Context: an optimization exercise on an open-source flow, tuned for small area and few clock cycles per item. The choices shown serve that exercise and are no tape-out recipe.
Function was checked by simulation only, so behaviour that the tests miss may differ from the original.

==> flow/design.v <==
module krc_coder (
    input             clk,
    input             rst,           
    input             in_valid,
    output            in_ready,
    input             in_first,      
    input             in_last,       
    input             in_nb,         
    input      [1:0]  in_qsel,       
    input      [15:0] in_kinit,      
    input      [1:0]  in_col,
    input      [15:0] in_v,
    input      [15:0] in_p,
    input      [17:0] in_g,
    output reg        rec_valid,
    output reg [15:0] rec_data,
    output            out_valid,
    output     [31:0] out_data,
    output     [2:0]  out_nbytes,
    output            out_last
);
    localparam BUFW = 72;            
    reg        nb_r;
    reg [1:0]  qsel_r;
    reg [15:0] kinit_r;
    reg [5:0]  ctx_n [0:63];
    reg [21:0] ctx_b [0:63];         
    reg [63:0] ctx_ok;               
    reg [BUFW-1:0] bbuf;             
    reg [6:0]      nbits;
    reg            flush;            
    wire emit_full = flush ? (nbits > 7'd32) : (nbits >= 7'd32);
    wire emit_last = flush && (nbits <= 7'd32);
    wire emit      = emit_full || emit_last;
    assign out_valid  = emit;
    assign out_data   = bbuf[BUFW-1 -: 32];
    assign out_nbytes = emit_last ? ((nbits[5:0] + 6'd7) >> 3) : 3'd4;
    assign out_last   = emit_last;
    assign in_ready = !flush && (nbits < 7'd64);
    wire take = in_valid && in_ready;
    wire        nb    = in_first ? in_nb    : nb_r;
    wire [1:0]  qsel  = in_first ? in_qsel  : qsel_r;
    wire [16:0] e17;                                     
    radd #(17) u_sub (.a({1'b0, in_v}), .b({1'b1, ~in_p}), .ci(1'b1), .s(e17), .co());
    wire        s    = nb ? e17[16] : e17[15];           
    wire [16:0] x    = e17 ^ {17{s}};
    reg  [2:0]  cadd;                                    
    always @(*) begin
        casez ({nb, s, qsel})
            4'b0???:          cadd = 3'd0;
            4'b1000, 4'b1001: cadd = 3'd1;
            4'b1010, 4'b1011: cadd = 3'd2;
            4'b1100:          cadd = 3'd0;
            4'b1101, 4'b1110: cadd = 3'b111;
            default:          cadd = 3'b110;
        endcase
    end
    wire [16:0] dvd;
    wire        dco;
    radd #(17) u_dvd (.a(x), .b({{14{cadd[2]}}, cadd}), .ci(1'b0), .s(dvd), .co(dco));
    wire        neg  = cadd[2] & ~dco;                   
    reg [16:0] q3, q5, qa;
    reg [1:0]  r3;
    reg [2:0]  r5, rem;
    reg        b;
    integer j;
    always @(*) begin
        r3 = 2'd0;
        r5 = 3'd0;
        for (j = 16; j >= 0; j = j - 1) begin
            b     = dvd[j];
            q3[j] = r3[1] | (r3[0] & b);
            r3    = {(r3[0] & ~b) | (r3[1] & b), (~r3[1] & ~r3[0] & b) | (r3[1] & ~b)};
            q5[j] = r5[2] | (r5[1] & r5[0]) | (r5[1] & b);
            r5    = {(~r5[2] & r5[1] & ~r5[0] & ~b) | (r5[2] & b),
                     (~r5[2] & ~r5[1] & r5[0]) | (r5[1] & r5[0] & b) | (r5[2] & ~b),
                     (~r5[2] & ~r5[1] & b) | (r5[1] & r5[0] & ~b) | (r5[2] & ~b)};
        end
        casez ({nb, qsel})
            3'b0??:  begin qa = dvd;               rem = 3'd0;             end
            3'b100:  begin qa = {1'b0, dvd[16:1]}; rem = {2'b0, dvd[0]};   end
            3'b101:  begin qa = q3;                rem = {1'b0, r3};       end
            3'b110:  begin qa = {2'b0, dvd[16:2]}; rem = {1'b0, dvd[1:0]}; end
            default: begin qa = q5;                rem = r5;               end
        endcase
    end
    wire [2:0]  h      = {1'b0, nb & qsel[1], nb & ~qsel[1]};
    wire [3:0]  d      = neg ? {2'b00, x[0], ~x[0]}
                       : s   ? ({1'b0, rem} - {1'b0, h}) : ({1'b0, h} - {1'b0, rem});
    wire [16:0] r17;
    wire        rco;
    radd #(17) u_rec (.a({1'b0, in_v}), .b({{13{d[3]}}, d}), .ci(1'b0), .s(r17), .co(rco));
    wire [15:0] rec_v  = (d[3] & ~rco) ? 16'd0 : r17[16] ? 16'hffff : r17[15:0];
    wire [16:0] m = {(neg ? 16'd0 : qa[15:0]), s & ~neg};
    reg [3:0] cls;
    always @(*) begin
        casez (in_g[8:0])
            9'b1????????: cls = 4'd14;
            9'b01???????: cls = {3'd6, in_g[6]};
            9'b001??????: cls = {3'd5, in_g[5]};
            9'b0001?????: cls = {3'd4, in_g[4]};
            9'b00001????: cls = {3'd3, in_g[3]};
            9'b000001???: cls = {3'd2, in_g[2]};
            9'b0000001??: cls = {3'd1, in_g[1]};
            9'b00000001?: cls = 4'd1;
            default:      cls = 4'd0;
        endcase
        if (|in_g[17:9])
            cls = 4'd15;
    end
    wire [5:0]  ctx     = {in_col, cls};
    wire [3:0]  kin_col = in_first ? in_kinit[4*in_col +: 4] : kinit_r[4*in_col +: 4];
    wire [63:0] sel;
    genvar gi, gj;
    generate
        for (gi = 0; gi < 64; gi = gi + 1) begin : SEL
            assign sel[gi] = (ctx == gi);
        end
    endgenerate
    wire [28:0] rd;
    generate
        for (gj = 0; gj < 29; gj = gj + 1) begin : RD
            wire [65:0] t;
            wire [21:0] n3;
            wire [5:0]  n4;
            for (gi = 0; gi < 66; gi = gi + 1) begin : T
                if (gi < 64)
                    assign t[gi] = sel[gi] & (gj < 6 ? ctx_n[gi][gj % 6] :
                                              gj < 28 ? ctx_b[gi][(gj - 6) % 22] : ctx_ok[gi]);
                else
                    assign t[gi] = 1'b0;
            end
            for (gi = 0; gi < 22; gi = gi + 1) begin : G3
                assign n3[gi] = ~(t[3*gi] | t[3*gi+1] | t[3*gi+2]);
            end
            for (gi = 0; gi < 5; gi = gi + 1) begin : G4
                assign n4[gi] = ~&n3[4*gi +: 4];
            end
            assign n4[5] = ~&n3[21:20];
            assign rd[gj] = |n4;
        end
    endgenerate
    wire        ok      = rd[28] && !in_first;
    wire [5:0]  cur_n   = ok ? rd[5:0] : 6'd1;
    wire [21:0] cur_b   = ok ? rd[27:6] : ~(22'h3fffff << kin_col);
    wire [21:0] bhi;                                     
    assign bhi[21] = cur_b[21];
    generate
        for (gi = 20; gi >= 0; gi = gi - 1) begin : BHI
            assign bhi[gi] = bhi[gi+1] | cur_b[gi];
        end
    endgenerate
    wire [15:0] kc;
    generate
        for (gi = 0; gi < 16; gi = gi + 1) begin : KCMP
            wire [6:0] ge;
            assign ge[0] = 1'b1;
            for (gj = 0; gj < 6; gj = gj + 1) begin : GE
                assign ge[gj+1] = (cur_b[gi+gj] & ~cur_n[gj]) | ((cur_b[gi+gj] | ~cur_n[gj]) & ge[gj]);
            end
            assign kc[gi] = bhi[gi+6] | ge[6];
        end
    endgenerate
    wire [4:0] k;
    assign k[4] = kc[15];
    assign k[3] = kc[7] & ~kc[15];
    assign k[2] = (kc[3] & ~kc[7]) | (kc[11] & ~kc[15]);
    assign k[1] = (kc[1] & ~kc[3]) | (kc[5] & ~kc[7]) | (kc[9] & ~kc[11]) | (kc[13] & ~kc[15]);
    assign k[0] = (kc[0] & ~kc[1]) | (kc[2] & ~kc[3]) | (kc[4] & ~kc[5]) | (kc[6] & ~kc[7]) |
                  (kc[8] & ~kc[9]) | (kc[10] & ~kc[11]) | (kc[12] & ~kc[13]) | (kc[14] & ~kc[15]);
    wire [21:0] sum_b;
    wire        sco;
    radd #(22) u_upd (.a(cur_b), .b({5'd0, m}), .ci(1'b0), .s(sum_b), .co(sco));
    wire        halve = &cur_n;
    wire [6:0]  n1    = {1'b0, cur_n} + 7'd1;              
    wire [5:0]  new_n = {n1[6] | n1[5], n1[4:0]};
    wire [21:0] new_b = halve ? {sco, sum_b[21:1]} : sum_b;
    wire [33:0] fun  = {m, 17'd0} >> k;          
    wire [16:0] u    = fun[33:17];
    wire        esc  = (|u[16:5]) || (u[4:3] == 2'b11);
    wire [16:0] tail = {17{take}} & (esc ? m : {1'b1, fun[16:1]});    
    wire [4:0]  tpos = {5{take}} & (esc ? 5'd24 : u[4:0]);            
    wire [4:0]  tlen = {5{take}} & (esc ? 5'd17 : k + 5'd1);          
    wire [6:0]      nb_sh  = emit_last ? 7'd0 : emit_full ? (nbits - 7'd32) : nbits;
    wire [BUFW-1:0] buf_sh = emit ? {bbuf[BUFW-33:0], 32'd0} : bbuf;
    wire [5:0]      pos    = nb_sh[5:0] + {1'b0, tpos};       
    wire [BUFW-1:0] ins    = {tail, {(BUFW-17){1'b0}}} >> pos;
    always @(posedge clk) begin
        if (rst) begin
            bbuf      <= {BUFW{1'b0}};
            nbits     <= 7'd0;
            flush     <= 1'b0;
            rec_valid <= 1'b0;
        end else begin
            if (emit_last)
                flush <= 1'b0;
            rec_valid <= take;
            bbuf      <= buf_sh | ins;
            nbits     <= {1'b0, pos} + {2'b0, tlen};
            if (take)
                flush <= in_last;
        end
    end
    always @(posedge clk) begin
        rec_data <= rec_v;
        if (take && in_first) begin
            nb_r    <= in_nb;
            qsel_r  <= in_qsel;
            kinit_r <= in_kinit;
        end
    end
    integer c;
    always @(posedge clk) begin
        if (take) begin
            for (c = 0; c < 64; c = c + 1) begin
                if (c[5:0] == ctx) begin
                    ctx_n[c]  <= new_n;
                    ctx_b[c]  <= new_b;
                    ctx_ok[c] <= 1'b1;
                end else if (in_first) begin
                    ctx_ok[c] <= 1'b0;
                end
            end
        end
    end
endmodule
module radd #(parameter W = 8) (
    input  [W-1:0] a,
    input  [W-1:0] b,
    input          ci,
    output [W-1:0] s,
    output         co
);
    wire [W:0] c;
    assign c[0] = ci;
    genvar i;
    generate
        for (i = 0; i < W; i = i + 1) begin : FA
            assign s[i]   = a[i] ^ b[i] ^ c[i];
            assign c[i+1] = (a[i] & b[i]) | (a[i] & c[i]) | (b[i] & c[i]);
        end
    endgenerate
    assign co = c[W];
endmodule
==> flow/config.mk <==
export PLATFORM = sky130hd
export DESIGN_NAME = krc_coder
export DESIGN_NICKNAME = krc_coder
export VERILOG_FILES = /design/flow/design.v
export SDC_FILE = /design/flow/constraint.sdc
export NUM_CORES = 4
export LEC_CHECK = 0
export CAP_MARGIN = 20
export CORE_MARGIN = 2
export CORE_UTILIZATION = 65
export PLACE_DENSITY = 0.72
export SLEW_MARGIN = 20
==> flow/constraint.sdc <==
create_clock -name core_clock -period 60.0 [get_ports {clk}]
set_input_delay 12.0000 -clock core_clock [delete_from_list [all_inputs] [get_ports {clk}]]
set_output_delay 12.0000 -clock core_clock [all_outputs]
set_load 0.01 [all_outputs]
standard.sh (not shown) runs the stock make flow with config.mk's settings and CLKGATE_MAP_FILE= SYNTH_SCRIPT=/design/flow/synth_recipe.tcl, a recipe that flattens the netlist after the stock synthesis.
==> flow/flow/run.sh <==
#!/bin/bash
# Own layout flow: the standard flow (standard.sh) with these changes:
#  - synthesis maps the logic with an area-oriented ABC script (synth.tcl,
#    area.abc); the registers and their names are those of the standard
#    synthesis, which runs the same Yosys passes up to technology mapping;
#  - ports are buffered with the smallest buffer;
#  - the clock tree uses clkbuf_8 leaf buffers on clusters of up to 18
#    sinks, without dummy loads.
# Each step's full output goes to its own log in this folder (the ORFS logs
# are kept under orfs/logs as usual).
set -uo pipefail
W=$PWD
F=$W/flow
CTS="-sink_clustering_enable -repair_clock_nets -dont_use_dummy_load"
CTS="$CTS -buf_list sky130_fd_sc_hd__clkbuf_8 -sink_clustering_size 18 -sink_clustering_max_diameter 60"
VARS=(SYNTH_SCRIPT=$F/synth.tcl
      "BUFFER_PORTS_ARGS=-buffer_cell sky130_fd_sc_hd__buf_1"
      "CTS_ARGS=$CTS")
bash standard.sh "${VARS[@]}" synth > $W/own_synth.log 2>&1 || exit 1
bash standard.sh "${VARS[@]}" finish > $W/own_layout.log 2>&1 || exit 1
==> flow/flow/area.abc <==
&get -n
&st
&dch
&nf -R 1000
&put
topo
stime -c
==> flow/flow/synth.tcl <==
# The standard synthesis (synth_recipe.tcl), with ABC mapping the logic by
# an area-oriented script (area.abc beside this file) instead of ORFS's.
proc synth {args} { yosys synth -nofsm -noshare {*}$args }
set own_abc_script [file join [file dirname [file normalize [info script]]] area.abc]
proc abc {args} {
  global own_abc_script
  set i [lsearch -exact $args -script]
  if { $i >= 0 } {
    set args [lreplace $args [expr { $i + 1 }] [expr { $i + 1 }] $own_abc_script]
  }
  yosys abc {*}$args
}
source $::env(SCRIPTS_DIR)/synth.tcl
# left out here: clear keep_hierarchy, flatten, clean up, hide names made inside functions, write 1_2_yosys.v
Testbench counts at the start, summed over its fixed seeds: cycles 139,408, items 139,264.
Then changed:
--- a/flow/design.v
+++ b/flow/design.v
@@ -20,27 +20,25 @@
     output            out_last
 );
     localparam BUFW = 72;            
     reg        nb_r;
     reg [1:0]  qsel_r;
     reg [15:0] kinit_r;
+    reg [5:0]  ctx0_r;               
     reg [5:0]  ctx_n [0:63];
     reg [21:0] ctx_b [0:63];         
-    reg [63:0] ctx_ok;               
     reg [BUFW-1:0] bbuf;             
     reg [6:0]      nbits;
     reg            flush;            
     wire emit_full = flush ? (nbits > 7'd32) : (nbits >= 7'd32);
     wire emit_last = flush && (nbits <= 7'd32);
     wire emit      = emit_full || emit_last;
     assign out_valid  = emit;
     assign out_data   = bbuf[BUFW-1 -: 32];
     assign out_nbytes = emit_last ? ((nbits[5:0] + 6'd7) >> 3) : 3'd4;
     assign out_last   = emit_last;
-    assign in_ready = !flush && (nbits < 7'd64);
-    wire take = in_valid && in_ready;
     wire        nb    = in_first ? in_nb    : nb_r;
     wire [1:0]  qsel  = in_first ? in_qsel  : qsel_r;
     wire [16:0] e17;                                     
     radd #(17) u_sub (.a({1'b0, in_v}), .b({1'b1, ~in_p}), .ci(1'b1), .s(e17), .co());
     wire        s    = nb ? e17[16] : e17[15];           
     wire [16:0] x    = e17 ^ {17{s}};
@@ -114,22 +112,21 @@
     genvar gi, gj;
     generate
         for (gi = 0; gi < 64; gi = gi + 1) begin : SEL
             assign sel[gi] = (ctx == gi);
         end
     endgenerate
-    wire [28:0] rd;
-    generate
-        for (gj = 0; gj < 29; gj = gj + 1) begin : RD
+    wire [27:0] rd;
+    generate
+        for (gj = 0; gj < 28; gj = gj + 1) begin : RD
             wire [65:0] t;
             wire [21:0] n3;
             wire [5:0]  n4;
             for (gi = 0; gi < 66; gi = gi + 1) begin : T
                 if (gi < 64)
-                    assign t[gi] = sel[gi] & (gj < 6 ? ctx_n[gi][gj % 6] :
-                                              gj < 28 ? ctx_b[gi][(gj - 6) % 22] : ctx_ok[gi]);
+                    assign t[gi] = sel[gi] & (gj < 6 ? ctx_n[gi][gj % 6] : ctx_b[gi][(gj - 6) % 22]);
                 else
                     assign t[gi] = 1'b0;
             end
             for (gi = 0; gi < 22; gi = gi + 1) begin : G3
                 assign n3[gi] = ~(t[3*gi] | t[3*gi+1] | t[3*gi+2]);
             end
@@ -137,15 +134,16 @@
                 assign n4[gi] = ~&n3[4*gi +: 4];
             end
             assign n4[5] = ~&n3[21:20];
             assign rd[gj] = |n4;
         end
     endgenerate
-    wire        ok      = rd[28] && !in_first;
-    wire [5:0]  cur_n   = ok ? rd[5:0] : 6'd1;
-    wire [21:0] cur_b   = ok ? rd[27:6] : ~(22'h3fffff << kin_col);
+    wire        ok      = |rd[5:0];                     
+    wire        is_ctx0 = (ctx == ctx0_r) && !in_first;
+    wire [5:0]  cur_n   = in_first ? 6'd1 : ok ? rd[5:0] : {4'd0, is_ctx0, ~is_ctx0};
+    wire [21:0] cur_b   = ((ok || is_ctx0) && !in_first) ? rd[27:6] : ~(22'h3fffff << kin_col);
     wire [21:0] bhi;                                     
     assign bhi[21] = cur_b[21];
     generate
         for (gi = 20; gi >= 0; gi = gi - 1) begin : BHI
             assign bhi[gi] = bhi[gi+1] | cur_b[gi];
         end
@@ -175,12 +173,15 @@
     wire [6:0]  n1    = {1'b0, cur_n} + 7'd1;              
     wire [5:0]  new_n = {n1[6] | n1[5], n1[4:0]};
     wire [21:0] new_b = halve ? {sco, sum_b[21:1]} : sum_b;
     wire [33:0] fun  = {m, 17'd0} >> k;          
     wire [16:0] u    = fun[33:17];
     wire        esc  = (|u[16:5]) || (u[4:3] == 2'b11);
+    wire short_code = !esc && !u[4] && !k[4];
+    assign in_ready = (!flush || emit_last) && ((nbits < 7'd64) || short_code);
+    wire take = in_valid && in_ready;
     wire [16:0] tail = {17{take}} & (esc ? m : {1'b1, fun[16:1]});    
     wire [4:0]  tpos = {5{take}} & (esc ? 5'd24 : u[4:0]);            
     wire [4:0]  tlen = {5{take}} & (esc ? 5'd17 : k + 5'd1);          
     wire [6:0]      nb_sh  = emit_last ? 7'd0 : emit_full ? (nbits - 7'd32) : nbits;
     wire [BUFW-1:0] buf_sh = emit ? {bbuf[BUFW-33:0], 32'd0} : bbuf;
     wire [5:0]      pos    = nb_sh[5:0] + {1'b0, tpos};       
@@ -201,28 +202,27 @@
                 flush <= in_last;
         end
     end
     always @(posedge clk) begin
         rec_data <= rec_v;
         if (take && in_first) begin
+            ctx0_r  <= ctx;
             nb_r    <= in_nb;
             qsel_r  <= in_qsel;
             kinit_r <= in_kinit;
         end
     end
+    wire [5:0] wr_n = in_first ? 6'd0 : new_n;
     integer c;
     always @(posedge clk) begin
         if (take) begin
             for (c = 0; c < 64; c = c + 1) begin
-                if (c[5:0] == ctx) begin
-                    ctx_n[c]  <= new_n;
-                    ctx_b[c]  <= new_b;
-                    ctx_ok[c] <= 1'b1;
-                end else if (in_first) begin
-                    ctx_ok[c] <= 1'b0;
-                end
+                if (sel[c] || in_first)
+                    ctx_n[c] <= wr_n;
+                if (sel[c])
+                    ctx_b[c] <= new_b;
             end
         end
     end
 endmodule
 module radd #(parameter W = 8) (
     input  [W-1:0] a,
The changed run produced a clean layout.
Die area is lower by 2.6%.
Routed wire length is lower by 4.8%.
Synthesized cell count is lower by 2.5%.
Testbench counts after the change, summed over its fixed seeds: cycles 139,277, items 139,264.

==> re-timing with driven ports <==
No port has a modelled driver above. Below, the same layouts with a new extraction and two added sets of constraints.
Step 1: set_driving_cell puts a clkbuf_16 on clk and a buf_2 on each other input, an assumption about the parent block.
Step 2 times the ports against the registers' clock, not the clock port: input delays grow and output delays shrink by t, the midpoint of the rising clock arrivals with the driver on.
Three values: ideal, step 1, step 2; two values: the first two.
run | shift t [ns] | setup WS [ns] | slew at the worst register clock pin (ns) | cell pins on the clock port's net
the first run | 0.917 | 18.992 / 19.034 / 18.117 | 0.11 / 0.11 | 1
the second run | 0.904 | 13.891 / 13.862 / 13.862 | 0.11 / 0.11 | 1
After both steps every run listed still meets setup and hold. For the first run, which loses most, drivers alone change the setup slack by +0.042 ns; drivers and shift together by -0.875 ns.
